This design comes from an exercise in tuning for small area, a short achievable clock period and few clock cycles per item on the open sky130 flow, not from production work.
Where RTL was checked, it was by simulation tests only, not by an equivalence proof against the original.
No functional check of the RTL was part of runs 1, 2 and 5.

--- flow/config.mk ---
export PLATFORM = sky130hd
export DESIGN_NAME = stream_filter
export DESIGN_NICKNAME = stream_filter
export VERILOG_FILES = /design/flow/design.v
export SDC_FILE = /design/flow/constraint.sdc
export NUM_CORES = 4
export LEC_CHECK = 0
export CAP_MARGIN = 20
export CORE_MARGIN = 2
export CORE_UTILIZATION = 60
export CTS_BUF_LIST = sky130_fd_sc_hd__clkbuf_8
export CTS_CLUSTER_DIAMETER = 50
export CTS_CLUSTER_SIZE = 16
export PLACE_DENSITY = 0.75
export SLEW_MARGIN = 70
--- flow/constraint.sdc ---
create_clock -name core_clock -period 120.0 [get_ports {clk}]
set_input_delay 24.0000 -clock core_clock [delete_from_list [all_inputs] [get_ports {clk}]]
set_output_delay 24.0000 -clock core_clock [all_outputs]
set_load 0.01 [all_outputs]
--- flow/design.v ---
module stream_filter (
    input  wire        clk,
    input  wire        rst,          
    input  wire        cfg_we,
    input  wire [31:0] cfg_wdata,
    output wire [31:0] cfg_rdata,
    output reg         cfg_err,
    input  wire        in_valid,
    input  wire [31:0] in_data,
    output wire        in_ready,
    output reg         out_valid,
    output reg  [31:0] out_val,
    output reg         out_emit
);
    localparam [2:0] F_NONE = 3'd0,
                     F_AVG  = 3'd1,
                     F_MED3 = 3'd2,
                     F_IIR  = 3'd3;
    localparam NST = 4;
    function integer nsteps(input integer s);
        nsteps = (s == 1) ? 7 : 8;
    endfunction
    function [37:0] add38(input [37:0] a, input [37:0] b, input ci);
        reg c;
        integer i;
        begin
            c = ci;
            for (i = 0; i < 38; i = i + 1) begin
                add38[i] = a[i] ^ b[i] ^ c;
                c = (a[i] & b[i]) | (a[i] & c) | (b[i] & c);
            end
        end
    endfunction
    function ge32(input [31:0] a, input [31:0] b);
        reg [31:0] p, q;
        reg c;
        integer i;
        begin
            p = a ^ 32'h8000_0000;
            q = ~(b ^ 32'h8000_0000);
            c = 1'b1;
            for (i = 0; i < 32; i = i + 1)
                c = (p[i] & q[i]) | (p[i] & c) | (q[i] & c);
            ge32 = c;
        end
    endfunction
    reg [2:0] filter;
    reg [6:0] param;
    reg [7:0] decim;
    reg       bat_en;
    reg       policy;
    assign cfg_rdata = {6'd0, policy, bat_en, decim, 1'b0, param, 5'd0, filter};
    wire [2:0] w_filter = cfg_wdata[2:0];
    wire [6:0] w_param  = cfg_wdata[14:8];
    wire [7:0] w_decim  = cfg_wdata[23:16];
    wire p_zero  = (w_param == 7'd0);
    wire p_avg   = w_param[6] ? (w_param[5:0] == 6'd0) : (w_param[5:1] != 5'd0);
    wire p_iir   = (w_param[6:4] == 3'd0) && !p_zero;
    wire w_ok    = (w_decim != 8'd0) && !w_filter[2] &&
                   (w_filter[0] ? (w_filter[1] ? p_iir : p_avg) : p_zero);
    wire cfg_take = cfg_we && w_ok;
    always @(posedge clk) begin
        if (rst) begin
            filter  <= F_NONE;
            param   <= 7'd0;
            decim   <= 8'd1;
            bat_en  <= 1'b0;
            policy  <= 1'b0;
            cfg_err <= 1'b0;
        end else begin
            cfg_err <= cfg_we && !w_ok;
            if (cfg_take) begin
                filter <= w_filter;
                param  <= w_param;
                decim  <= w_decim;
                bat_en <= cfg_wdata[24];
                policy <= cfg_wdata[25];
            end
        end
    end
    wire       f_avg  = (filter == F_AVG);
    wire       f_med  = (filter == F_MED3);
    wire       f_iir  = (filter == F_IIR);
    wire [5:0] ring_m = f_avg ? param[5:0] - 6'd1 : f_med ? 6'd3 : 6'd0;    
    wire [6:0] cap    = f_avg ? param : 7'd3;    
    wire [3:0] kk     = param[3:0];              
    reg  [5:0] rot;                  
    reg        nrdy;                 
    reg        rdy_o;                
    assign in_ready = rdy_o;
    wire take = in_valid && !nrdy;   
    reg  [31:0] r0;
    reg  [31:0] s1  [0:0];
    reg  [31:0] s2  [0:1];
    reg  [31:0] s4  [0:3];
    reg  [31:0] s8  [0:7];
    reg  [31:0] s16 [0:15];
    reg  [31:0] s32 [0:31];
    wire [31:0] o1 = ring_m[0] ? s1[0]   : r0;
    wire [31:0] o2 = ring_m[1] ? s2[1]   : o1;
    wire [31:0] o3 = ring_m[2] ? s4[3]   : o2;
    wire [31:0] o4 = ring_m[3] ? s8[7]   : o3;
    wire [31:0] o5 = ring_m[4] ? s16[15] : o4;
    wire [31:0] o6 = ring_m[5] ? s32[31] : o5;    
    integer i;
    always @(posedge clk) begin
        r0     <= take ? in_data : o6;
        s1[0]  <= r0;
        s2[0]  <= o1;
        s4[0]  <= o2;
        s8[0]  <= o3;
        s16[0] <= o4;
        s32[0] <= o5;
        s2[1]  <= s2[0];
        for (i = 1; i < 4;  i = i + 1) s4[i]  <= s4[i-1];
        for (i = 1; i < 8;  i = i + 1) s8[i]  <= s8[i-1];
        for (i = 1; i < 16; i = i + 1) s16[i] <= s16[i-1];
        for (i = 1; i < 32; i = i + 1) s32[i] <= s32[i-1];
    end
    reg clr;                         
    wire [5:0] rot_nxt = (take || rot >= ring_m) ? 6'd0 : rot + 6'd1;
    wire       rdy_nxt = (rot_nxt == 6'd0);
    wire       rdy_d   = rdy_nxt || rst || clr;
    always @(posedge clk) begin
        rot   <= (rst || clr) ? 6'd0 : rot_nxt;
        nrdy  <= !(rdy_d || cfg_take);
        rdy_o <= rdy_d || cfg_take;
    end
    reg                v1;           
    reg  [6:0]         ncnt;         
    reg  [37:0]        acc;          
    reg  [7:0]         dcnt;         
    reg                bc;           
    always @(posedge clk) begin
        if (rst)
            v1 <= 1'b0;
        else
            v1 <= take;
        clr <= rst || cfg_take;
    end
    wire [31:0] x     = r0;
    wire [37:0] x38   = {{6{x[31]}}, x};
    wire        full  = (ncnt == cap);
    wire        first = (ncnt == 7'd1);
    reg         ci_iir;          
    always @(posedge clk)
        ci_iir <= (filter == F_IIR);
    wire [37:0] sum   = add38(x38, acc, ci_iir);
    wire [3:0]  sh    = first ? 4'd0 : kk;
    wire [32:0] st0   = sum[32:0];
    wire [32:0] st1   = sh[0] ? {st0[32],      st0[32:1]} : st0;
    wire [32:0] st2   = sh[1] ? {{2{st1[32]}}, st1[32:2]} : st1;
    wire [32:0] st3   = sh[2] ? {{4{st2[32]}}, st2[32:4]} : st2;
    wire [32:0] st4   = sh[3] ? {{8{st3[32]}}, st3[32:8]} : st3;
    wire [37:0] minu  = f_iir ? acc : sum;
    wire [37:0] subt  = f_iir ? {{5{st4[32]}}, st4} : (full ? {{6{o6[31]}}, o6} : 38'd0);
    wire [37:0] nacc  = add38(minu, ~subt, 1'b1);
    wire [31:0] b  = s1[0];
    wire [31:0] c  = s2[0];
    wire        ab = ge32(x, b);
    wire        ac = ge32(x, c);
    wire        lt2 = (ncnt[6:2] == 5'd0) && !(ncnt[1] && ncnt[0]);    
    wire [31:0] med = (!f_med || lt2 || ab != ac) ? x : (bc == ab) ? b : c;
    wire [37:0] sumr  = add38(sum, {31'd0, ncnt - 7'd1}, 1'b0);
    wire [31:0] y     = f_iir ? ~nacc[31:0] : med;
    wire [37:0] w     = f_avg ? (sum[37] ? sumr : sum) : {{6{y[31]}}, y};
    wire [6:0]  den   = f_avg ? ncnt : 7'd1;
    wire emit_now = (dcnt + 8'd1 == decim);
    always @(posedge clk) begin
        if (clr) begin
            ncnt <= 7'd1;
            acc  <= 38'd0;
            dcnt <= 8'd0;
        end else if (v1) begin
            if (!full)
                ncnt <= ncnt + 7'd1;
            acc  <= nacc;
            dcnt <= emit_now ? 8'd0 : dcnt + 8'd1;
        end
        if (v1)
            bc <= ab;
    end
    function [36:0] steps;           
        input [5:0]  rem;
        input [30:0] w;              
        input [6:0]  nb;             
        input        ng;             
        input integer k;
        reg   [6:0]  t, d, gn, pr;
        reg   [7:0]  cy;
        integer j, i;
        begin
            for (j = 0; j < k; j = j + 1) begin
                t     = {rem, w[30]};
                gn    = t & nb;
                pr    = t ^ nb;
                cy[0] = 1'b1;
                for (i = 0; i < 7; i = i + 1)
                    cy[i+1] = gn[i] | (pr[i] & cy[i]);
                d = pr ^ cy[6:0];
                w   = {w[29:0], cy[7] ^ ng};
                rem = cy[7] ? d[5:0] : t[5:0];
            end
            steps = {rem, w};
        end
    endfunction
    reg        dv [1:NST];
    reg  [5:0] dr [1:NST];
    reg [30:0] dw [1:NST];
    reg  [6:0] dn [1:NST];
    reg        dg [1:NST];           
    reg        de [1:NST];           
    always @(posedge clk) begin
        if (rst)
            dv[1] <= 1'b0;
        else
            dv[1] <= v1;
        {dr[1], dw[1]} <= w[36:0];
        dn[1] <= ~den;
        dg[1] <= w[37];
        de[1] <= emit_now && bat_en;
    end
    genvar g;
    generate
        for (g = 2; g <= NST; g = g + 1) begin : stage
            wire [36:0] s = (g == 2) ? steps(dr[1] ^ {6{dg[1]}}, dw[1] ^ {31{dg[1]}}, dn[1], dg[1], nsteps(1))
                                     : steps(dr[g-1], dw[g-1], dn[g-1], dg[g-1], nsteps(g-1));
            always @(posedge clk) begin
                if (rst)
                    dv[g] <= 1'b0;
                else
                    dv[g] <= dv[g-1];
                {dr[g], dw[g]} <= s;
                dn[g] <= dn[g-1];
                dg[g] <= dg[g-1];
                de[g] <= de[g-1];
            end
        end
    endgenerate
    wire [36:0] sl  = steps(dr[NST], dw[NST], dn[NST], dg[NST], nsteps(NST));
    wire [31:0] res = {dg[NST], sl[30:0]};
    always @(posedge clk) begin
        if (rst) begin
            out_valid <= 1'b0;
            out_val   <= 32'd0;
            out_emit  <= 1'b0;
        end else begin
            out_valid <= dv[NST];
            out_emit  <= dv[NST] && de[NST];
            if (dv[NST])
                out_val <= res;
        end
    end
endmodule
--- flow/run.sh ---
#!/bin/bash
# synth_recipe.tcl (not shown) runs the flow's synth.tcl, then flattens the netlist and writes it again
# the make line also repeats each setting of config.mk as NAME=value (left out here)
make -C /OpenROAD-flow-scripts/flow DESIGN_CONFIG=/design/flow/config.mk WORK_HOME=/design/flow/orfs CLKGATE_MAP_FILE= SYNTH_SCRIPT=/design/flow/synth_recipe.tcl finish
==> results.sh, run 1 <==
export IMPL_fillers=7838
export IMPL_pre_cts_ws_ns=92.63
export IMPL_hold_viol=0
export IMPL_drv_slew=0
export IMPL_drc=0
export IMPL_first_global_vias=33637
export IMPL_finalCritPeriodShare=0.219
export IMPL_cp_arrival_ns=27.02
export IMPL_vias_per_cell=5.00
export IMPL_syn_area_sq_um=67200
export IMPL_cts_setup_buffers=0
export IMPL_ys_seq_elements=2356
export IMPL_cp_max_fo=13
export IMPL_cp_start_kind="input port"
export IMPL_rows=122
export IMPL_synth_distinct_cells=90
export IMPL_die_w_um=339
export IMPL_cts_root_buf="clkbuf_8"
export IMPL_post_cts_resized=0
export IMPL_die_h_um=339
export IMPL_rsz0062_at_grt="false"
export IMPL_synthSimpleGateAreaFrac=0.0490
export IMPL_synth_top_family_by_area="adder cells"
export IMPL_cts_sinks=2356
export IMPL_vias=33246
export IMPL_final_nets=5502
export IMPL_htreeDepth=4
export IMPL_antenna_found_initial=2
export IMPL_drv_cap=0
export IMPL_register_area_sq_um=47200
export IMPL_critPathRequiredTime_ns=120.78
export IMPL_cts_max_path_buffers=3
export IMPL_cts_buffers_inserted=183
export IMPL_synth_ff_type="dfxtp_1"
export IMPL_max_freq_ghz=0.0381
export IMPL_layout_setup_ws_ns=93.75
export IMPL_avgSynthCellArea_sq_um=13.7
export IMPL_yosys_warnings=13
export IMPL_async_reset_ff_frac=0
export IMPL_drtIter0Drc=1883
export IMPL_multi_input_comb_area_sq_um=18800
export IMPL_syn_inst=4901
export IMPL_final_setup_viol_count=0
export IMPL_final_cell_mix="dfxtp_1 (2318), nor2_1 (351), mux2i_1 (255)"
export IMPL_cts_tree="built"
export IMPL_drtPass1Iterations=5
export IMPL_synth_compound_gate_area_share=0.0493
export IMPL_core_sq_um=111000
export IMPL_ant_nets=0
export IMPL_wirelength_um=116000
export IMPL_initial_core_util=0.606
export IMPL_layout_commonest_cell="dfxtp_1"
export IMPL_synth_xor_area_frac=0.0144
export IMPL_grt_ovfl_total=0
export IMPL_yosysSeqAreaShare=0.702
export IMPL_cts_hold_buffers=0
export IMPL_setup_tns_ns=0
export IMPL_syn_to_final_growth_pct=9.90
export IMPL_hold_depth=0
export IMPL_path_clk_slew_ns=0.09
export IMPL_skew_ns=0.0494
export IMPL_wl_per_cell_um=17.5
export IMPL_fin_crit_ns=26.25
export IMPL_hold_class="flop to flop"
export IMPL_clk_latency_ns=0.90
export IMPL_dieArea_sq_um=115000
export IMPL_grt_pass1_wl_um=184000
export IMPL_synth_edff_count=1
export IMPL_yosys_area_share_adder=0.0907
export IMPL_io_buffers=111
export IMPL_place_hpwl_um=80100
export IMPL_gp_congestion=0.905
export IMPL_worst_r2r_path_depth=72
export IMPL_cp_end_kind="flop"
export IMPL_drive_gt1_frac=0.120
export IMPL_status="complete, no violations"
export IMPL_ios=136
export IMPL_synth_mux_area_frac=0.0684
export IMPL_track_usage=0.204
export IMPL_worstSetupPathType="input port to flop"
export IMPL_grt_max_degree=63
==> final cells by class <==
| class | count | share of cell area |
|---|---|---|
| Sequential cell | 2356 | 0.640 |
| Multi-Input combinational cell | 2140 | 0.255 |
| Clock buffer | 185 | 0.0345 |
| Tap cell | 1488 | 0.0252 |
| Timing Repair Buffer | 163 | 0.0240 |
| Inverter | 251 | 0.0128 |
| Clock inverter | 60 | 0.00880 |
| Antenna cell | 1 | 0.0000339 |
==> routing by layer <==
metal,track usage,wire [um]
met1,0.284,55200
met2,0.319,51800
met3,0.0372,5480
met4,0.0790,3920
met5,0,0
==> cells by family (layout without fill, tap and decap cells) <==
logic type                 after synthesis  count (layout)
AOI/OAI and AO/OA                      471             471
other                                    1              13
muxes                                  435             435
DFF                                   2356            2356
buffers and inverters                  416             659
and+or+nand+nor                        762             762
adders and majority gates              352             352
xor gates and xnor gates               108             108
==> cell usage after synthesis (all sizes together) (15+ instances only) <==
library cell,n,area share
ha,110,0.020
clkbuf,90,0.0050
nor3,15,0.0011
nor2,355,0.020
buf,75,0.0067
a21oi,179,0.013
dfxtp,2355,0.70
xor2,47,0.0061
a22oi,18,0.0020
nand3,49,0.0037
fa,229,0.068
mux2,178,0.030
a221oi,32,0.0070
nand2b,28,0.0026
inv,250,0.014
a211oi,44,0.0052
nor2b,36,0.0034
nand2,228,0.013
xnor2,61,0.0082
o21ai,62,0.0046
a22o,38,0.0050
mux2i,256,0.038
==> sequential cells by signal (all words and copies together), names as in the netlist, 4 cells and up <==
| signal | count |
|---|---|
| dv | 4 |
| param | 7 |
| out_val | 32 |
| rot | 6 |
| dg | 4 |
| dn | 28 |
| s2 | 64 |
| ncnt | 7 |
| s1 | 32 |
| s8 | 256 |
| dw | 124 |
| r0 | 32 |
| s32 | 1024 |
| decim | 8 |
| s16 | 512 |
| dcnt | 8 |
| de | 4 |
| s4 | 128 |
| acc | 38 |
| dr | 24 |
==> worst max-delay path, stage by stage <==
cell and delay, ns:
clkdlybuf4s50_1 0.44, or3_1 0.41, nor3_1 0.19, mux2i_1 0.23, o21ai_1 0.14, a2111oi_2 0.41, buf_4 0.19, and2_2 0.36
buf_4 0.33, mux2i_1 0.24, nor2_1 0.06
==> path summary, 6_finish.rpt <==
check                           slack (ns)     endpoint    startpoint
worst max register to register       97.26      acc[37]         r0[0]
worst max-delay path                 93.75    filter[1]  cfg_wdata[9]
worst min register to register        0.31  s32[18][13]   s32[17][13]
worst min-delay path                  0.31  s32[18][13]   s32[17][13]
==> through the flow <==
stage,hold slack (ns),util,std cells,instance area [sq um]
2_1_floorplan,0.310,-,4912,67200
3_3_place_gp,0.310,0.629,6379,69700
3_5_place_dp,0.312,0.635,6390,70400
4_1_cts,0.302,0.664,6635,73600
5_1_grt,0.319,0.666,6644,73800
6_report,0.313,0.666,6644,73800
==> run 2, diff against run 1 <==
--- a/flow/config.mk
+++ b/flow/config.mk
@@ -13,3 +13,3 @@
 export CTS_CLUSTER_SIZE = 16
 export PLACE_DENSITY = 0.75
-export SLEW_MARGIN = 70
+export SLEW_MARGIN = 20
==> run 2 against run 1 <==
  * Register-to-register slack worse by 0.51 ns
  * Largest cell class unchanged
  * Sequential share of layout area up 0.68 points
  * Still clean on timing, DRC and antenna
  * Cell area decreased by 1.2%
  * Hold slack got worse by 0.0094 ns
  * Routed wire length is 1.5% lower
  * Critical endpoint unchanged
  * Critical path depth stayed put
==> results.sh, run 2 <==
export IMPL_dieArea_sq_um=115000
export IMPL_layout_commonest_cell="dfxtp_1"
export IMPL_largest_register_ff_count=1024
export IMPL_r2r_start="dn[2][1]"
export IMPL_cp_max_fo=13
export IMPL_synth_ff_type="dfxtp_1"
export IMPL_async_reset_ff_frac=0
export IMPL_track_usage=0.201
export IMPL_cts_tree="built"
export IMPL_cts_hold_buffers=0
export IMPL_ys_seq_elements=2356
export IMPL_cts_sinks=2356
export IMPL_cts_max_path_buffers=3
export IMPL_synth_edff_count=1
export IMPL_cp_start_kind="input port"
export IMPL_wl_per_cell_um=17.3
export IMPL_place_hpwl_um=78900
export IMPL_initial_core_util=0.606
export IMPL_regMostFlops="s32"
export IMPL_drv_cap=0
export IMPL_worstSetupPathType="input port to flop"
export IMPL_synth_area_top_cells="dfxtp_1 (70%), fa_1 (6.8%), mux2i_1 (3.8%)"
export IMPL_worst_r2r_path_depth=67
export IMPL_status="complete, no violations"
export IMPL_hold_depth=0
export IMPL_die_w_um=339
export IMPL_cts_buffers_inserted=182
export IMPL_drv_slew=0
export IMPL_cp_arrival_ns=27.31
export IMPL_skew_ns=0.0633
export IMPL_max_freq_ghz=0.0376
export IMPL_io_buffers=111
export IMPL_gp_congestion=0.905
export IMPL_die_h_um=339
export IMPL_wirelength_um=115000
export IMPL_synth_top_area_share=0.702
export IMPL_critPathRequiredTime_ns=120.75
export IMPL_path_clk_slew_ns=0.09
export IMPL_drtPass1Iterations=5
export IMPL_drc=0
export IMPL_finalCritPeriodShare=0.221
export IMPL_ios=136
export IMPL_rsz0062_at_grt="false"
export IMPL_top_regs="s32 x1024, s16 x512, s8 x256"
export IMPL_hold_viol=0
export IMPL_rows=122
export IMPL_antenna_found_initial=4
export IMPL_drtIter0Drc=2147
export IMPL_yosys_warnings=13
export IMPL_avgSynthCellArea_sq_um=13.7
export IMPL_syn_area_sq_um=67200
export IMPL_syn_to_final_growth_pct=8.63
export IMPL_cts_setup_buffers=0
export IMPL_yosysSeqAreaShare=0.702
export IMPL_fin_crit_ns=26.56
export IMPL_hold_class="flop to flop"
export IMPL_grt_ovfl_total=0
export IMPL_slew_headroom=0.320
export IMPL_final_cell_mix="dfxtp_1 (2350), nor2_1 (353), mux2i_1 (256)"
export IMPL_post_cts_resized=0
export IMPL_vias=32986
export IMPL_final_nets=5482
export IMPL_core_sq_um=111000
export IMPL_syn_inst=4901
export IMPL_hold_start="s32[28][28]"
export IMPL_ant_nets=0
export IMPL_cts_root_buf="clkbuf_8"
export IMPL_finish_utilization=0.658
export IMPL_first_global_vias=33028
export IMPL_htreeDepth=4
export IMPL_fillers=7963
export IMPL_drive_gt1_frac=0.0994
export IMPL_vias_per_cell=4.98
export IMPL_grt_max_degree=66
export IMPL_cp_end_kind="flop"
export IMPL_worstSetupStartpoint="cfg_wdata[9]"
export IMPL_final_setup_viol_count=0
export IMPL_synthMostInstantiatedCell="dfxtp_1"
export IMPL_synth_distinct_cells=90
export IMPL_clk_latency_ns=0.92
export IMPL_setup_tns_ns=0
export IMPL_synth_common_cells="dfxtp_1 (2355), nor2_1 (354), mux2i_1 (256)"
export IMPL_grt_pass1_wl_um=181000
export IMPL_yosys_area_top_type="dfxtp_1"
export IMPL_tightest_slew_ns=1.02
## run 2: cell counts after synthesis
No cell type changed its count.
## run 2: logic make-up after synthesis
group                    share of synthesized area
other                                    0.0000558
AND/OR/NAND/NOR                             0.0490
AO/OA/AOI/OAI                               0.0493
flip-flops                                   0.702
adder cells (fa/ha/maj)                     0.0907
multiplexers                                0.0684
buffers and inverters                       0.0258
XOR/XNOR                                    0.0144
## run 2: worst max-delay path, cell delays in order
cell and delay (ns):
clkdlybuf4s50_1 0.44, or3_1 0.40, nor3_1 0.19, mux2i_1 0.21, o21ai_0 0.17, a2111oi_0 0.46
buf_4 0.20, and2_1 0.54, buf_4 0.38, mux2i_1 0.24, nor2_1 0.05
## run 2: layer usage
layer  vias to the layer above  GRT usage  share of wire
li1                      16243          -              -
met3                       200     0.0349          0.049
met1                     15796      0.284           0.48
met2                       747      0.312           0.44
met5                         -          0              0
met4                         0     0.0773          0.030
## run 2: final cells by class
class                   instances  area [sq um]  share of cell area
flip-flops and latches       2356         47200               0.647
multi-input cells            2140         18400               0.252
clock buffers                 183          2520              0.0345
well taps                    1488          1860              0.0255
repair buffers                144          1350              0.0186
inverters                     251           942              0.0129
clock inverters                57           746              0.0102
diodes                          3          7.51            0.000103
## run 2: path summary, 6_finish.rpt
check	slack, ns	end
worst max-delay path	93.44	filter[1]
worst min-delay path	0.30	s32[29][28]
worst max register to register	96.75	dr[3][1]
worst min register to register	0.30	s32[29][28]
## run 2: per-stage QoR
stage | hold slack (ns) | instance area [sq um] | instances | setup slack [ns]
floorplan | 0.310 | 67200 | 4912 | 93.62
global placement | 0.310 | 69700 | 6379 | 92.50
detailed placement | 0.312 | 69700 | 6379 | 92.49
CTS | 0.283 | 73000 | 6619 | 93.48
global route | 0.296 | 73000 | 6620 | 93.19
finish | 0.304 | 73000 | 6622 | 93.44
==> run 3, diff against run 2 <==
--- a/flow/design.v
+++ b/flow/design.v
@@ -79,10 +79,18 @@
         end
     end
-    wire       f_avg  = (filter == F_AVG);
-    wire       f_med  = (filter == F_MED3);
-    wire       f_iir  = (filter == F_IIR);
-    wire [5:0] ring_m = f_avg ? param[5:0] - 6'd1 : f_med ? 6'd3 : 6'd0;    
-    wire [6:0] cap    = f_avg ? param : 7'd3;    
-    wire [3:0] kk     = param[3:0];              
+    reg  [2:0] c_filter;
+    reg  [6:0] c_param;
+    reg  [7:0] c_decim;
+    always @(posedge clk) begin
+        c_filter <= filter;
+        c_param  <= param;
+        c_decim  <= decim;
+    end
+    wire       f_avg  = (c_filter == F_AVG);
+    wire       f_med  = (c_filter == F_MED3);
+    wire       f_iir  = (c_filter == F_IIR);
+    wire [5:0] ring_m = f_avg ? c_param[5:0] - 6'd1 : f_med ? 6'd3 : 6'd0;    
+    wire [6:0] cap    = f_avg ? c_param : 7'd3;  
+    wire [3:0] kk     = c_param[3:0];            
     reg  [5:0] rot;                  
     reg        nrdy;                 
@@ -166,5 +174,5 @@
     wire [37:0] w     = f_avg ? (sum[37] ? sumr : sum) : {{6{y[31]}}, y};
     wire [6:0]  den   = f_avg ? ncnt : 7'd1;
-    wire emit_now = (dcnt + 8'd1 == decim);
+    wire emit_now = (dcnt + 8'd1 == c_decim);
     always @(posedge clk) begin
         if (clr) begin
--- a/flow/config.mk
+++ b/flow/config.mk
@@ -6,4 +6,5 @@
 export NUM_CORES = 4
 export LEC_CHECK = 0
+export ABC_AREA = 1
 export CAP_MARGIN = 20
 export CORE_MARGIN = 2
==> run 3 against run 2 <==
  * Via count is 6.9% higher
  * Core utilization hardly changed
  * Worst setup slack worse by 0.20 ns
  * Clock skew is 0.017 ns lower
  * Synthesized cell count is 11% higher
  * Fmax is 0.75% lower
  * Sequential share of layout area is 0.71 points higher
  * Non-clock buffer count is 5 higher
  * Flip-flop and latch count is 18 higher
  * Synthesized area is 0.49% lower
  * Critical endpoint is now filter[0]
==> results.sh, run 3 <==
export IMPL_top_regs="s32 x1024, s16 x512, s8 x256"
export IMPL_dieArea_sq_um=114000
export IMPL_synth_area_top_cells="dfxtp_1 (71%), fa_1 (6.9%), nand2_1 (4.8%)"
export IMPL_initial_core_util=0.605
export IMPL_finalCritPeriodShare=0.223
export IMPL_synthMostInstantiatedCell="dfxtp_1"
export IMPL_setup_tns_ns=0
export IMPL_htreeDepth=4
export IMPL_status="complete, no violations"
export IMPL_cts_hold_buffers=0
export IMPL_layout_commonest_cell="dfxtp_1"
export IMPL_ios=136
export IMPL_post_cts_resized=0
export IMPL_vias_per_cell=4.91
export IMPL_cts_sinks=2374
export IMPL_drv_slew=0
export IMPL_cp_arrival_ns=27.49
export IMPL_final_nets=6030
export IMPL_cts_tree="built"
export IMPL_synth_top_family_by_area="adder cells"
export IMPL_yosys_area_share_adder=0.0892
export IMPL_track_usage=0.208
export IMPL_drc=0
export IMPL_grt_ovfl_total=0
export IMPL_die_h_um=338
export IMPL_drive_gt1_frac=0.0667
export IMPL_core_sq_um=111000
export IMPL_cp_end_kind="flop"
export IMPL_synth_compound_gate_area_share=0.0577
export IMPL_yosysSeqAreaShare=0.711
export IMPL_path_clk_slew_ns=0.09
export IMPL_synth_mux_area_frac=0.0208
export IMPL_hold_class="flop to flop"
export IMPL_max_freq_ghz=0.0374
export IMPL_critPathRequiredTime_ns=120.73
export IMPL_tightest_slew_ns=0.990
export IMPL_worstSetupPathType="input port to flop"
export IMPL_vias=35246
export IMPL_rows=122
export IMPL_grt_max_degree=84
export IMPL_rsz0062_at_grt="false"
export IMPL_wirelength_um=115000
export IMPL_syn_to_final_growth_pct=8.80
export IMPL_grt_pass1_wl_um=186000
export IMPL_cts_max_path_buffers=3
export IMPL_avgSynthCellArea_sq_um=12.3
export IMPL_final_design_area_no_fill_sq_um=72700
export IMPL_cts_root_buf="clkbuf_8"
export IMPL_slew_headroom=0.340
export IMPL_placed_area_sq_um=69400
export IMPL_synth_common_cells="dfxtp_1 (2373), nand2_1 (854), inv_1 (368)"
export IMPL_yosys_warnings=13
export IMPL_fin_crit_ns=26.76
export IMPL_wl_per_cell_um=16.1
export IMPL_cp_start_kind="input port"
export IMPL_syn_area_sq_um=66800
export IMPL_drv_cap=0
export IMPL_drtPass1Iterations=5
export IMPL_drtIter0Drc=2097
export IMPL_skew_ns=0.0467
export IMPL_hold_viol=0
export IMPL_synth_edff_count=1
export IMPL_gp_congestion=0.897
export IMPL_synth_top_area_share=0.711
export IMPL_synth_distinct_cells=52
export IMPL_synth_ff_type="dfxtp_1"
export IMPL_final_setup_viol_count=0
export IMPL_antenna_found_initial=12
export IMPL_cts_setup_buffers=0
export IMPL_ant_nets=0
export IMPL_async_reset_ff_frac=0
export IMPL_clk_latency_ns=0.87
export IMPL_syn_inst=5448
export IMPL_die_w_um=338
export IMPL_place_hpwl_um=79000
export IMPL_yosys_area_top_type="dfxtp_1"
export IMPL_regMostFlops="s32"
export IMPL_synth_xor_area_frac=0.0118
export IMPL_io_buffers=111
export IMPL_cp_max_fo=24
export IMPL_first_global_vias=35103
export IMPL_cts_buffers_inserted=185
export IMPL_ys_seq_elements=2374
export IMPL_rrSetupSlack_ns=95.25
export IMPL_synthSimpleGateAreaFrac=0.0765
export IMPL_largest_register_ff_count=1024
export IMPL_final_cell_mix="dfxtp_1 (2372), nand2_1 (852), inv_1 (372)"
[run 3: final cells by class]
| cell class | count | area, sq um |
|---|---|---|
| Antenna cell | 2 | 5.00 |
| Fill cell | 8014 | 37800 |
| Clock buffer | 191 | 2630 |
| Sequential cell | 2374 | 47500 |
| Multi-Input combinational cell | 2532 | 17200 |
| Inverter | 381 | 1430 |
| Tap cell | 1488 | 1860 |
| Timing Repair Buffer | 149 | 1400 |
| Clock inverter | 56 | 642 |
[run 3: worst paths after layout]
path,from,end,depth (start not counted)
worst max-delay path,cfg_wdata[9],filter[0],9
worst min-delay path,s32[28][26],s32[29][26],0
worst max register to register,dn[3][1],dr[4][5],69
worst min register to register,s32[28][26],s32[29][26],0
[run 3: stage by stage]
step / hold slack (ns) / utilization / setup slack (ns) / instances
6_report: 0.304 / 0.658 / 93.24 / 7173
5_1_grt: 0.308 / 0.658 / 92.93 / 7172
4_1_cts: 0.295 / 0.658 / 93.32 / 7171
3_5_place_dp: 0.312 / 0.628 / 92.35 / 6924
3_3_place_gp: 0.310 / 0.628 / 92.44 / 6924
2_1_floorplan: 0.310 / - / 93.99 / 5459
[run 3: worst max-delay path: stages]
cell and delay, ns:
clkdlybuf4s50_1 0.46, nor4_1 0.41, or3b_2 0.48, a221oi_1 0.27
o211ai_1 0.14, nor2_1 0.74, inv_1 0.59, o21ai_0 0.34
a21oi_1 0.06
[run 3: per-layer routing]
| metal | track usage | share of wire | routed length, um | vias up |
|---|---|---|---|---|
| li1 | - | - | - | 17600 |
| met1 | 0.295 | 0.48 | 54900 | 16637 |
| met2 | 0.324 | 0.45 | 51600 | 793 |
| met3 | 0.0330 | 0.046 | 5310 | 216 |
| met4 | 0.0792 | 0.030 | 3500 | 0 |
| met5 | 0 | 0 | 0 | - |
[run 3: cells by family (layout without fill, tap and decap cells)]
| logic type | after synthesis | after routing |
|---|---|---|
| adders and majority gates | 339 | 339 |
| and+or+nand+nor | 1287 | 1287 |
| xor gates and xnor gates | 90 | 90 |
| buffers and inverters | 553 | 777 |
| muxes | 131 | 131 |
| DFF | 2374 | 2374 |
| other | 1 | 14 |
| AOI/OAI and AO/OA | 673 | 673 |
Testbench counts of run 3, summed over its fixed seeds: cycles 17,431, items 17,303.
==> run 4, diff against run 3 <==
--- a/flow/config.mk
+++ b/flow/config.mk
@@ -14,3 +14,3 @@
 export CTS_CLUSTER_SIZE = 16
 export PLACE_DENSITY = 0.75
-export SLEW_MARGIN = 20
+export SLEW_MARGIN = 70
==> run 4 against run 3 <==
  * Final cell count is 0.13% higher
  * Die area unchanged
  * First-iteration DRC count shrank 1.1%
  * Cell area increased by 0.78%
  * Clock skew increased by 0.0060 ns
  * Synthesized area did not move
  * Flip-flop and latch count stayed put
  * Critical path depth decreased by 8
  * Synthesized cell count did not move
==> results.sh, run 4 <==
export IMPL_status="complete, no violations"
export IMPL_grt_ovfl_total=0
export IMPL_async_reset_ff_frac=0
export IMPL_syn_area_sq_um=66800
export IMPL_hold_start="dw[2][13]"
export IMPL_synth_edff_count=1
export IMPL_cts_sinks=2374
export IMPL_setup_tns_ns=0
export IMPL_core_sq_um=111000
export IMPL_vias_per_cell=4.90
export IMPL_wirelength_um=114000
export IMPL_grt_max_degree=77
export IMPL_multi_input_comb_area_sq_um=17500
export IMPL_track_usage=0.207
export IMPL_hold_class="flop to flop"
export IMPL_cp_start_kind="flop"
export IMPL_cts_buffers_inserted=185
export IMPL_max_freq_ghz=0.0385
export IMPL_worstSetupPathType="flop to output port"
export IMPL_rows=122
export IMPL_drtIter0Drc=2073
export IMPL_cts_tree="built"
export IMPL_final_cell_mix="dfxtp_1 (2350), nand2_1 (851), inv_1 (370)"
export IMPL_synthMostInstantiatedCell="dfxtp_1"
export IMPL_regMostFlops="s32"
export IMPL_synth_top_area_share=0.711
export IMPL_largest_register_ff_count=1024
export IMPL_yosys_warnings=13
export IMPL_fin_crit_ns=25.95
export IMPL_cp_end_kind="output port"
export IMPL_worstSetupStartpoint="param[2]"
export IMPL_wl_per_cell_um=15.9
export IMPL_drive_gt1_frac=0.0815
export IMPL_cts_setup_buffers=0
export IMPL_cts_max_path_buffers=3
export IMPL_skew_ns=0.0527
export IMPL_layout_commonest_cell="dfxtp_1"
export IMPL_cts_root_buf="clkbuf_8"
export IMPL_htreeDepth=4
export IMPL_top_regs="s32 x1024, s16 x512, s8 x256"
export IMPL_drc=0
export IMPL_placed_area_sq_um=69900
export IMPL_synth_area_top_cells="dfxtp_1 (71%), fa_1 (6.9%), nand2_1 (4.8%)"
export IMPL_rsz0062_at_grt="false"
export IMPL_yosysSeqAreaShare=0.711
export IMPL_cp_top_family="buffers and inverters"
export IMPL_hold_viol=0
export IMPL_die_w_um=338
export IMPL_drtPass1Iterations=5
export IMPL_io_buffers=111
export IMPL_grt_pass1_wl_um=185000
export IMPL_cp_num_buf_inv=1
export IMPL_r2r_start="dn[3][1]"
export IMPL_cp_slowest_cell="clkdlybuf4s50_1"
export IMPL_ios=136
export IMPL_fillers=7951
export IMPL_ant_nets=0
export IMPL_critPathRequiredTime_ns=96.00
export IMPL_final_setup_viol_count=0
export IMPL_cp_arrival_ns=1.95
export IMPL_die_h_um=338
export IMPL_register_area_sq_um=47600
export IMPL_post_cts_resized=0
export IMPL_finalCritPeriodShare=0.216
export IMPL_syn_to_final_growth_pct=9.65
export IMPL_antenna_found_initial=10
export IMPL_max_stage_delay_ns=0.67
export IMPL_drv_slew=0
export IMPL_first_global_vias=34874
export IMPL_drv_cap=0
export IMPL_vias=35212
export IMPL_yosys_area_top_type="dfxtp_1"
export IMPL_gp_congestion=0.897
export IMPL_synth_ff_type="dfxtp_1"
export IMPL_place_hpwl_um=79400
export IMPL_cts_hold_buffers=0
export IMPL_synth_common_cells="dfxtp_1 (2373), nand2_1 (854), inv_1 (368)"
export IMPL_initial_core_util=0.605
export IMPL_synth_distinct_cells=52
export IMPL_avgSynthCellArea_sq_um=12.3
export IMPL_clk_latency_ns=0.88
export IMPL_cp_max_fo=3
export IMPL_dieArea_sq_um=114000
export IMPL_crit_chain="clkdlybuf4s50_1"
export IMPL_final_nets=6040
export IMPL_path_clk_slew_ns=0.08
export IMPL_ys_seq_elements=2374
export IMPL_final_design_area_no_fill_sq_um=73300
export IMPL_syn_inst=5448
## run 4: kinds of logic after synthesis
logic type,share of synthesized area
multiplexers,0.0208
XOR/XNOR,0.0118
AND/OR/NAND/NOR,0.0765
flip-flops,0.711
AO/OA/AOI/OAI,0.0577
adder cells (fa/ha/maj),0.0892
buffers and inverters,0.0327
other,0.0000561
## run 4: per-layer routing
metal / part of all wire / vias to the layer above / wire (um) / track usage
li1: - / 17616 / - / -
met1: 0.48 / 16594 / 55000 / 0.296
met2: 0.45 / 805 / 51400 / 0.322
met3: 0.046 / 197 / 5210 / 0.0341
met4: 0.025 / 0 / 2820 / 0.0686
met5: 0 / - / 0 / 0
## run 4: cell type report
class / count / area share
clock inverter: 54 / 0.00864
inverter: 381 / 0.0196
tap: 1488 / 0.0254
timing repair buffer: 159 / 0.0222
clock buffer: 191 / 0.0359
antenna: 3 / 0.000102
sequential: 2374 / 0.649
multi-input combinational: 2532 / 0.239
## run 4: worst paths after layout
check,end,slack [ns],cells past startpoint
max,cfg_rdata[10],94.05,1
min,dw[3][21],0.30,0
max reg2reg,dr[4][4],97.10,69
min reg2reg,dw[3][21],0.30,0
## run 4: metrics by stage
stage | hold WS [ns] | util | setup slack, ns | instances
final | 0.299 | 0.663 | 94.05 | 7182
after global routing | 0.300 | 0.663 | 93.94 | 7181
after CTS | 0.285 | 0.662 | 93.94 | 7177
after detailed placement | 0.312 | 0.632 | 93.20 | 6932
after global placement | 0.310 | 0.628 | 92.44 | 6924
after floorplan | 0.310 | - | 93.99 | 5459
==> run 5, diff against run 4 <==
--- a/flow/design.v
+++ b/flow/design.v
@@ -170,8 +170,9 @@
     wire        lt2 = (ncnt[6:2] == 5'd0) && !(ncnt[1] && ncnt[0]);    
     wire [31:0] med = (!f_med || lt2 || ab != ac) ? x : (bc == ab) ? b : c;
-    wire [37:0] sumr  = add38(sum, {31'd0, ncnt - 7'd1}, 1'b0);
+    wire [5:0]  nm1   = ncnt[5:0] - 6'd1;        
+    wire [37:0] sumr  = add38(sum, {32'd0, nm1}, 1'b0);
     wire [31:0] y     = f_iir ? ~nacc[31:0] : med;
     wire [37:0] w     = f_avg ? (sum[37] ? sumr : sum) : {{6{y[31]}}, y};
-    wire [6:0]  den   = f_avg ? ncnt : 7'd1;
+    wire [5:0]  dm1   = f_avg ? nm1 : 6'd0;      
     wire emit_now = (dcnt + 8'd1 == c_decim);
     always @(posedge clk) begin
@@ -192,8 +193,8 @@
         input [5:0]  rem;
         input [30:0] w;              
-        input [6:0]  nb;             
+        input [5:0]  nm;             
         input        ng;             
         input integer k;
-        reg   [6:0]  t, d, gn, pr;
+        reg   [6:0]  t, d, gn, pr, nb;
         reg   [7:0]  cy;
         integer j, i;
@@ -201,7 +202,8 @@
             for (j = 0; j < k; j = j + 1) begin
                 t     = {rem, w[30]};
+                nb    = {1'b1, nm};
                 gn    = t & nb;
                 pr    = t ^ nb;
-                cy[0] = 1'b1;
+                cy[0] = 1'b0;
                 for (i = 0; i < 7; i = i + 1)
                     cy[i+1] = gn[i] | (pr[i] & cy[i]);
@@ -216,5 +218,5 @@
     reg  [5:0] dr [1:NST];
     reg [30:0] dw [1:NST];
-    reg  [6:0] dn [1:NST];
+    reg  [5:0] dn [1:NST];
     reg        dg [1:NST];           
     reg        de [1:NST];           
@@ -225,5 +227,5 @@
             dv[1] <= v1;
         {dr[1], dw[1]} <= w[36:0];
-        dn[1] <= ~den;
+        dn[1] <= ~dm1;
         dg[1] <= w[37];
         de[1] <= emit_now && bat_en;
==> run 5 against run 4 <==
  * Synthesized cell count down 2.3%
  * Fmax increased by 0.36%
  * Count of clock-buffer cells in the layout shrank 2
  * Die area down 0.21%
  * Routed wire length up 1.3%
  * Hold slack gained 0.0049 ns
  * Final cell count fell by 1.6%
  * Cell area is essentially flat
==> results.sh, run 5 <==
export IMPL_cts_root_buf="clkbuf_8"
export IMPL_final_cell_mix="dfxtp_1 (2352), nand2_1 (793), inv_1 (381)"
export IMPL_drv_cap=0
export IMPL_initial_core_util=0.603
export IMPL_r2r_start="ci_iir"
export IMPL_cp_end_kind="output port"
export IMPL_htreeDepth=4
export IMPL_drive_gt1_frac=0.101
export IMPL_die_w_um=337
export IMPL_rsz0062_at_grt="false"
export IMPL_cp_top_family="buffers and inverters"
export IMPL_placedCellCount=6817
export IMPL_drtPass1Iterations=6
export IMPL_finish_utilization=0.663
export IMPL_worstSetupPathType="flop to output port"
export IMPL_cts_max_path_buffers=3
export IMPL_yosys_area_top_type="dfxtp_1"
export IMPL_skew_ns=0.0474
export IMPL_yosys_warnings=13
export IMPL_place_hpwl_um=81100
export IMPL_avgSynthCellArea_sq_um=12.5
export IMPL_synth_top_area_share=0.711
export IMPL_ios=136
export IMPL_largest_register_ff_count=1024
export IMPL_cts_tree="built"
export IMPL_post_cts_resized=0
export IMPL_cts_sinks=2370
export IMPL_ys_seq_elements=2370
export IMPL_cp_max_fo=3
export IMPL_dieArea_sq_um=114000
export IMPL_syn_to_final_growth_pct=9.78
export IMPL_cp_arrival_ns=1.86
export IMPL_fin_crit_ns=25.86
export IMPL_m1WireLength_um=54600
export IMPL_max_stage_delay_ns=0.56
export IMPL_grt_ovfl_total=0
export IMPL_rows=122
export IMPL_die_h_um=337
export IMPL_yosysSeqAreaShare=0.712
export IMPL_wl_met3_um=7330
export IMPL_worst_r2r_path_depth=73
export IMPL_synth_edff_count=1
export IMPL_highest_signal_layer="met5"
export IMPL_status="complete, no violations"
export IMPL_regMostFlops="s32"
export IMPL_hold_depth=0
export IMPL_synth_distinct_cells=56
export IMPL_first_global_vias=34202
export IMPL_cts_setup_buffers=0
export IMPL_grt_max_degree=66
export IMPL_synth_ff_type="dfxtp_1"
export IMPL_synth_area_top_cells="dfxtp_1 (71%), fa_1 (6.8%), nand2_1 (4.5%)"
export IMPL_final_setup_viol_count=0
export IMPL_setup_tns_ns=0
export IMPL_rrSetupSlack_ns=97.51
export IMPL_track_usage=0.208
export IMPL_max_freq_ghz=0.0387
export IMPL_grt_pass1_wl_um=184000
export IMPL_clk_latency_ns=0.90
export IMPL_ant_nets=0
export IMPL_layout_commonest_cell="dfxtp_1"
export IMPL_hold_viol=0
export IMPL_critPathRequiredTime_ns=96.00
export IMPL_drc=0
export IMPL_top_regs="s32 x1024, s16 x512, s8 x256"
export IMPL_wl_per_cell_um=16.4
export IMPL_final_nets=5895
export IMPL_stdcell_count=7070
export IMPL_finalCritPeriodShare=0.216
export IMPL_gp_congestion=0.944
export IMPL_cp_start_kind="flop"
export IMPL_syn_inst=5323
export IMPL_vias=34565
export IMPL_hold_class="flop to flop"
export IMPL_cts_buffers_inserted=183
export IMPL_synth_common_cells="dfxtp_1 (2369), nand2_1 (796), inv_1 (378)"
export IMPL_vias_per_cell=4.89
export IMPL_path_clk_slew_ns=0.10
export IMPL_hold_start="s32[3][15]"
export IMPL_antenna_found_initial=15
export IMPL_async_reset_ff_frac=0
export IMPL_drv_slew=0
export IMPL_wirelength_um=116000
export IMPL_cp_num_buf_inv=1
export IMPL_r2r_end="acc[37]"
export IMPL_hold_end="s32[4][15]"
export IMPL_crit_chain="clkdlybuf4s50_1"
export IMPL_cp_slowest_cell="clkdlybuf4s50_1"
export IMPL_met2WireLength_um=50400
export IMPL_syn_area_sq_um=66700
export IMPL_cts_hold_buffers=0
export IMPL_core_sq_um=111000
export IMPL_fillers=8129
export IMPL_io_buffers=111
export IMPL_synthMostInstantiatedCell="dfxtp_1"
export IMPL_drtIter0Drc=1969
-- run 5: final cells by class --
class                      instances  area [sq um]  share of cell area
sequential                      2370         47500               0.648
multi-input combinational       2389         17400               0.237
clock buffer                     189          2600              0.0355
tap                             1488          1860              0.0254
timing repair buffer             161          1680              0.0230
inverter                         414          1560              0.0213
clock inverter                    52           649             0.00887
antenna                            7          17.5            0.000239
-- run 5: layer usage --
metal,vias to the layer above,GRT usage
met2,893,0.318
li1,17156,-
met5,-,0
met3,226,0.0404
met4,4,0.0834
met1,16286,0.294
-- run 5: kinds of logic (layout without fill, tap and decap cells) --
family	Yosys count	count (layout)	synth area share
flip-flops	2370	2370	0.712
AND/OR/NAND/NOR	1185	1185	0.0737
buffers and inverters	575	816	0.0341
AO/OA/AOI/OAI	572	572	0.0492
adder cells (fa/ha/maj)	308	308	0.0834
multiplexers	226	226	0.0365
XOR/XNOR	86	86	0.0114
other	1	19	0.0000562
-- run 5: per-stage QoR --
step / hold slack [ns] / worst slack, ns / cell area [sq um]
after floorplan: 0.310 / 93.99 / 66700
after global placement: 0.310 / 93.27 / 69300
after detailed placement: 0.312 / 93.49 / 69800
after CTS: 0.292 / 94.03 / 73100
after global routing: 0.298 / 94.04 / 73200
final: 0.304 / 94.14 / 73200
-- run 5: worst max-delay path by stage --
stage / slack [ns] / to / cells past startpoint / startpoint
2_1_floorplan: 93.99 / decim[1] / 9 / cfg_wdata[8]
3_3_place_gp: 93.27 / filter[1] / 9 / cfg_wdata[9]
3_5_place_dp: 93.49 / filter[1] / 9 / cfg_wdata[8]
4_1_cts: 94.03 / cfg_rdata[2] / 1 / filter[2]
5_1_grt: 94.04 / cfg_rdata[2] / 1 / filter[2]
6_report: 94.14 / cfg_rdata[23] / 1 / decim[7]
==> run 6, diff against run 5 <==
--- a/flow/design.v
+++ b/flow/design.v
@@ -17,7 +17,7 @@
                      F_MED3 = 3'd2,
                      F_IIR  = 3'd3;
-    localparam NST = 4;
+    localparam NST = 3;
     function integer nsteps(input integer s);
-        nsteps = (s == 1) ? 7 : 8;
+        nsteps = (s == 3) ? 11 : 10;
     endfunction
     function [37:0] add38(input [37:0] a, input [37:0] b, input ci);
==> run 6 against run 5 <==
  * Critical path type unchanged
  * Synthesized cell count increased by 1.4%
  * First-iteration DRC count is 1.9% higher
  * Routed wire length is 1.5% lower
  * Largest cell class unchanged
  * Register-to-register slack worse by 2.0 ns
==> results.sh, run 6 <==
export IMPL_grt_max_degree=67
export IMPL_yosysSeqAreaShare=0.706
export IMPL_critPathRequiredTime_ns=96.00
export IMPL_first_global_vias=34060
export IMPL_vias_per_cell=4.93
export IMPL_crit_chain="clkdlybuf4s50_1"
export IMPL_yosys_warnings=13
export IMPL_cp_num_buf_inv=1
export IMPL_status="complete, no violations"
export IMPL_pre_cts_ws_ns=93.15
export IMPL_post_cts_resized=0
export IMPL_grt_ovfl_total=0
export IMPL_hold_viol=0
export IMPL_avgSynthCellArea_sq_um=12.2
export IMPL_setup_tns_ns=0
export IMPL_max_freq_ghz=0.0387
export IMPL_final_cell_mix="dfxtp_1 (2312), nand2_1 (872), inv_1 (406)"
export IMPL_path_clk_slew_ns=0.09
export IMPL_ys_seq_elements=2324
export IMPL_cts_tree="built"
export IMPL_worstSetupPathType="flop to output port"
export IMPL_fin_crit_ns=25.87
export IMPL_cp_slowest_cell="clkdlybuf4s50_1"
export IMPL_cts_buffers_inserted=178
export IMPL_max_stage_delay_ns=0.59
export IMPL_ant_nets=0
export IMPL_layout_setup_ws_ns=94.13
export IMPL_vias=34788
export IMPL_syn_area_sq_um=65900
export IMPL_yosys_area_top_type="dfxtp_1"
export IMPL_core_sq_um=109000
export IMPL_antenna_found_initial=10
export IMPL_final_nets=5963
export IMPL_drv_cap=0
export IMPL_top_regs="s32 x1024, s16 x512, s8 x256"
export IMPL_place_hpwl_um=78800
export IMPL_clk_latency_ns=0.92
export IMPL_cp_max_fo=4
export IMPL_die_h_um=335
export IMPL_grt_pass1_wl_um=183000
export IMPL_synth_top_area_share=0.706
export IMPL_rsz0062_at_grt="false"
export IMPL_placedCellCount=6820
export IMPL_synth_area_top_cells="dfxtp_1 (71%), fa_1 (6.9%), nand2_1 (5.0%)"
export IMPL_die_w_um=335
export IMPL_regMostFlops="s32"
export IMPL_synthMostInstantiatedCell="dfxtp_1"
export IMPL_cts_hold_buffers=0
export IMPL_drc=0
export IMPL_dieArea_sq_um=112000
export IMPL_cts_setup_buffers=0
export IMPL_drtPass1Iterations=7
export IMPL_stdcell_count=7059
export IMPL_hold_class="flop to flop"
export IMPL_ios=136
export IMPL_finalCritPeriodShare=0.216
export IMPL_initial_core_util=0.605
export IMPL_syn_inst=5400
export IMPL_synth_distinct_cells=62
export IMPL_synth_ff_type="dfxtp_1"
export IMPL_drtIter0Drc=2007
export IMPL_async_reset_ff_frac=0
export IMPL_cp_end_kind="output port"
export IMPL_gp_congestion=0.908
export IMPL_cts_root_buf="clkbuf_8"
export IMPL_cp_top_family="buffers and inverters"
export IMPL_synth_edff_count=1
export IMPL_drv_slew=0
export IMPL_track_usage=0.207
export IMPL_htreeDepth=4
export IMPL_layout_commonest_cell="dfxtp_1"
export IMPL_wirelength_um=114000
export IMPL_cp_start_kind="flop"
export IMPL_syn_to_final_growth_pct=9.33
export IMPL_final_setup_viol_count=0
export IMPL_rows=121
export IMPL_drive_gt1_frac=0.0894
export IMPL_io_buffers=111
export IMPL_cts_max_path_buffers=3
export IMPL_cts_sinks=2324
export IMPL_finish_utilization=0.662
export IMPL_synth_common_cells="dfxtp_1 (2323), nand2_1 (874), inv_1 (412)"
export IMPL_wl_per_cell_um=16.2
export IMPL_skew_ns=0.0502
export IMPL_largest_register_ff_count=1024
export IMPL_cp_arrival_ns=1.87
run 6: logic make-up (layout without fill, tap and decap cells):
family / after synthesis / in the layout / share of synthesized area
flops: 2324 / 2324 / 0.706
other cells: 1 / 18 / 0.0000569
buf+inv: 595 / 823 / 0.0356
mux: 151 / 151 / 0.0244
compound gates: 619 / 619 / 0.0546
xor+xnor: 86 / 86 / 0.0115
simple gates: 1316 / 1316 / 0.0829
fa+ha+maj: 308 / 308 / 0.0845
run 6: final timing paths:
path                            startpoint            to  slack (ns)  cells after the start
worst max-delay path             filter[2]  cfg_rdata[2]       94.13                      1
worst min-delay path            s32[7][28]    s32[8][28]        0.30                      0
worst max register to register    dn[3][0]    out_val[0]       95.48                    108
worst min register to register  s32[7][28]    s32[8][28]        0.30                      0
run 6: metrics by stage:
stage               area, sq um  hold slack, ns
finish                    72000           0.296
CTS                       71900           0.293
floorplan                 65900           0.310
global placement          68500           0.310
detailed placement        68800           0.312
global route              72000           0.297
run 6: metal layers:
metal,global-route usage,share of wire,wire length [um]
met1,0.296,0.49,55500
met2,0.319,0.44,50300
met3,0.0364,0.047,5330
met4,0.0692,0.027,3120
met5,0,0.00020,23
run 6: layout make-up:
| type | count | area [sq um] |
|---|---|---|
| Multi-Input combinational cell | 2492 | 17300 |
| Sequential cell | 2324 | 46600 |
| Fill cell | 7780 | 36800 |
| Antenna cell | 6 | 15.0 |
| Tap cell | 1414 | 1770 |
| Timing Repair Buffer | 156 | 1570 |
| Inverter | 435 | 1670 |
| Clock buffer | 183 | 2520 |
| Clock inverter | 49 | 648 |
Testbench counts of run 6, summed over its fixed seeds: cycles 17,423, items 17,303.
==> run 7, diff against run 6 <==
==> flow/flow/run.sh (new file) <==
#!/bin/bash
# Layout: the standard flow (standard.sh), with the port buffers that
# ORFS's placement step adds made sky130_fd_sc_hd__buf_2 cells. Everything
# else, synthesis included, is the standard flow unchanged.
set -euo pipefail
export BUFFER_PORTS_ARGS="-buffer_cell sky130_fd_sc_hd__buf_2"
bash standard.sh finish > standard_flow.log 2>&1
==> flow/standard.sh (new file) <==
#!/bin/bash
# synth_recipe.tcl (not shown) runs the flow's synth.tcl, then flattens the netlist and writes it again
# the make line also repeats each setting of config.mk as NAME=value (left out here)
make -C /OpenROAD-flow-scripts/flow DESIGN_CONFIG=/design/flow/config.mk WORK_HOME=/design/flow/orfs CLKGATE_MAP_FILE= SYNTH_SCRIPT=/design/flow/synth_recipe.tcl "${@:-finish}"
removed: flow/run.sh
==> run 7 against run 6 <==
  * Die area unchanged
  * Synthesized area unchanged
  * Highest routed layer is now met4
  * Critical path type is now input port to flop
  * Largest cell class unchanged
  * Worst setup slack improved by 0.35 ns
  * Synthesized cell count unchanged
==> results.sh, run 7 <==
export IMPL_wirelength_um=114000
export IMPL_cp_slowest_cell="or3b_2"
export IMPL_htreeDepth=4
export IMPL_rsz0062_at_grt="false"
export IMPL_placed_area_sq_um=68200
export IMPL_cts_hold_buffers=0
export IMPL_drtPass1Iterations=5
export IMPL_drtIter0Drc=2098
export IMPL_max_freq_ghz=0.0392
export IMPL_skew_ns=0.0660
export IMPL_layout_setup_ws_ns=94.48
export IMPL_wl_per_cell_um=16.2
export IMPL_post_cts_resized=0
export IMPL_cts_buffers_inserted=176
export IMPL_synth_common_cells="dfxtp_1 (2323), nand2_1 (874), inv_1 (412)"
export IMPL_cts_root_buf="clkbuf_8"
export IMPL_dieArea_sq_um=112000
export IMPL_synth_edff_count=1
export IMPL_timing_hold_ws_ns=0.297
export IMPL_cp_num_buf_inv=2
export IMPL_place_hpwl_um=79600
export IMPL_avgSynthCellArea_sq_um=12.2
export IMPL_cp_top_family="simple AND/OR/NAND/NOR gates"
export IMPL_final_cell_mix="dfxtp_1 (2311), nand2_1 (872), inv_1 (404)"
export IMPL_synth_ff_type="dfxtp_1"
export IMPL_hold_class="flop to flop"
export IMPL_clk_latency_ns=0.91
export IMPL_final_design_area_no_fill_sq_um=71300
export IMPL_regMostFlops="s32"
export IMPL_vias_per_cell=4.93
export IMPL_antenna_found_initial=8
export IMPL_first_global_vias=34618
export IMPL_cp_max_fo=24
export IMPL_core_sq_um=109000
export IMPL_synth_top_area_share=0.706
export IMPL_pre_cts_ws_ns=93.49
export IMPL_syn_to_final_growth_pct=8.28
export IMPL_synth_area_top_cells="dfxtp_1 (71%), fa_1 (6.9%), nand2_1 (5.0%)"
export IMPL_cts_tree="built"
export IMPL_layout_commonest_cell="dfxtp_1"
export IMPL_cp_start_kind="input port"
export IMPL_hold_viol=0
export IMPL_vias=34775
export IMPL_crit_chain="buf_2, nor4_2, or3b_2, a221oi_1, o211ai_1, nor2_4, inv_2, o21ai_0, a21oi_1"
export IMPL_yosys_area_top_type="dfxtp_1"
export IMPL_drive_gt1_frac=0.109
export IMPL_status="complete, no violations"
export IMPL_cp_end_kind="flop"
export IMPL_fillers=7891
export IMPL_synth_distinct_cells=62
export IMPL_final_nets=5960
export IMPL_largest_register_ff_count=1024
export IMPL_grt_pass1_wl_um=184000
export IMPL_syn_area_sq_um=65900
export IMPL_initial_core_util=0.605
export IMPL_grt_ovfl_total=0
export IMPL_drv_slew=0
export IMPL_gp_congestion=0.918
export IMPL_track_usage=0.207
export IMPL_register_area_sq_um=46600
export IMPL_drv_cap=0
export IMPL_grt_max_degree=69
export IMPL_path_clk_slew_ns=0.09
export IMPL_ys_seq_elements=2324
export IMPL_rows=121
export IMPL_synthMostInstantiatedCell="dfxtp_1"
export IMPL_setup_tns_ns=0
export IMPL_critPathRequiredTime_ns=120.76
export IMPL_multi_input_comb_area_sq_um=17300
export IMPL_finalCritPeriodShare=0.213
export IMPL_ios=136
export IMPL_io_buffers=111
export IMPL_top_regs="s32 x1024, s16 x512, s8 x256"
export IMPL_max_stage_delay_ns=0.48
export IMPL_die_w_um=335
export IMPL_cts_max_path_buffers=3
export IMPL_yosys_warnings=13
export IMPL_drc=0
export IMPL_die_h_um=335
export IMPL_ant_nets=0
export IMPL_worstSetupPathType="input port to flop"
export IMPL_syn_inst=5400
export IMPL_fin_crit_ns=25.52
export IMPL_cts_sinks=2324
export IMPL_cp_arrival_ns=26.28
export IMPL_yosysSeqAreaShare=0.706
export IMPL_async_reset_ff_frac=0
export IMPL_cts_setup_buffers=0
export IMPL_final_setup_viol_count=0
[run 7: cell counts after synthesis]
No cell type changed its count.
[run 7: cell families (layout without fill, tap and decap cells)]
| logic type | count (synthesis) | count (layout) | share of synthesized area |
|---|---|---|---|
| adder cells (fa/ha/maj) | 308 | 308 | 0.0845 |
| XOR/XNOR | 86 | 86 | 0.0115 |
| multiplexers | 151 | 151 | 0.0244 |
| other | 1 | 17 | 0.0000569 |
| AO/OA/AOI/OAI | 619 | 619 | 0.0546 |
| buffers and inverters | 595 | 815 | 0.0356 |
| AND/OR/NAND/NOR | 1316 | 1316 | 0.0829 |
| flip-flops | 2324 | 2324 | 0.706 |
[run 7: routing by layer]
metal / track usage / up-vias / routed length, um
li1: - / 17345 / -
met1: 0.300 / 16448 / 55500
met2: 0.318 / 782 / 50300
met3: 0.0374 / 200 / 5670
met4: 0.0660 / 0 / 2630
met5: 0 / - / 0
[run 7: final timing paths]
check          startpoint           to  slack (ns)  cells after the start
max          cfg_wdata[9]    filter[1]       94.48                      9
max reg2reg      dn[3][0]   out_val[0]       95.46                    108
min           s32[11][13]  s32[12][13]        0.30                      0
min reg2reg   s32[11][13]  s32[12][13]        0.30                      0
[run 7: layout make-up]
cell class                 count  share of cell area
sequential                  2324               0.653
multi-input combinational   2492               0.243
clock buffer                 182              0.0351
tap                         1414              0.0248
inverter                     435              0.0234
timing repair buffer         155              0.0141
clock inverter                43             0.00696
antenna                        5            0.000175
[run 7: through the flow]
step	cells	utilization
finish	7050	0.655
global route	7048	0.655
detailed placement	6820	0.627
floorplan	5411	-
CTS	7045	0.655
global placement	6814	0.624

separate check: timing with driven ports:
In the flow no input, the clock included, has a driving cell. The finished layouts below were timed again as built, in two steps. Step 1 (the two cells are an assumption about what drives the block):
set clk [get_ports {clk}]
set_driving_cell -lib_cell sky130_fd_sc_hd__clkbuf_16 $clk
set_driving_cell -lib_cell sky130_fd_sc_hd__buf_2 [delete_from_list [all_inputs] $clk]
Step 2 adds t to the input delays and takes it off the output delays; t is the mean of the earliest and latest rising clock arrival at the registers after step 1. Input paths then give back, and output paths get back, about the clock's delay inside the block. Three values: no drivers, after step 1, after step 2; two values: the first two.
run | shift t [ns] | slack for setup (ns) | worst register clock-pin slew, ns | cell pins on the clock port's net
run 1 | 0.940 | 93.751 / 93.796 / 92.856 | 0.10 / 0.10 | 1
run 2 | 0.949 | 93.439 / 93.482 / 92.533 | 0.10 / 0.10 | 1
run 3 | 0.922 | 93.239 / 93.282 / 92.360 | 0.10 / 0.10 | 1
run 4 | 0.922 | 94.046 / 93.975 / 93.244 | 0.10 / 0.10 | 1
run 5 | 0.942 | 94.138 / 94.071 / 93.506 | 0.10 / 0.10 | 1
run 6 | 0.970 | 94.134 / 94.060 / 93.210 | 0.10 / 0.10 | 1
run 7 | 0.943 | 94.479 / 94.504 / 93.582 | 0.10 / 0.10 | 1
After both steps setup and hold are still met in every run listed. The setup slack of run 6, which loses most, moves by -0.074 ns with the drivers and by -0.924 ns with both steps.
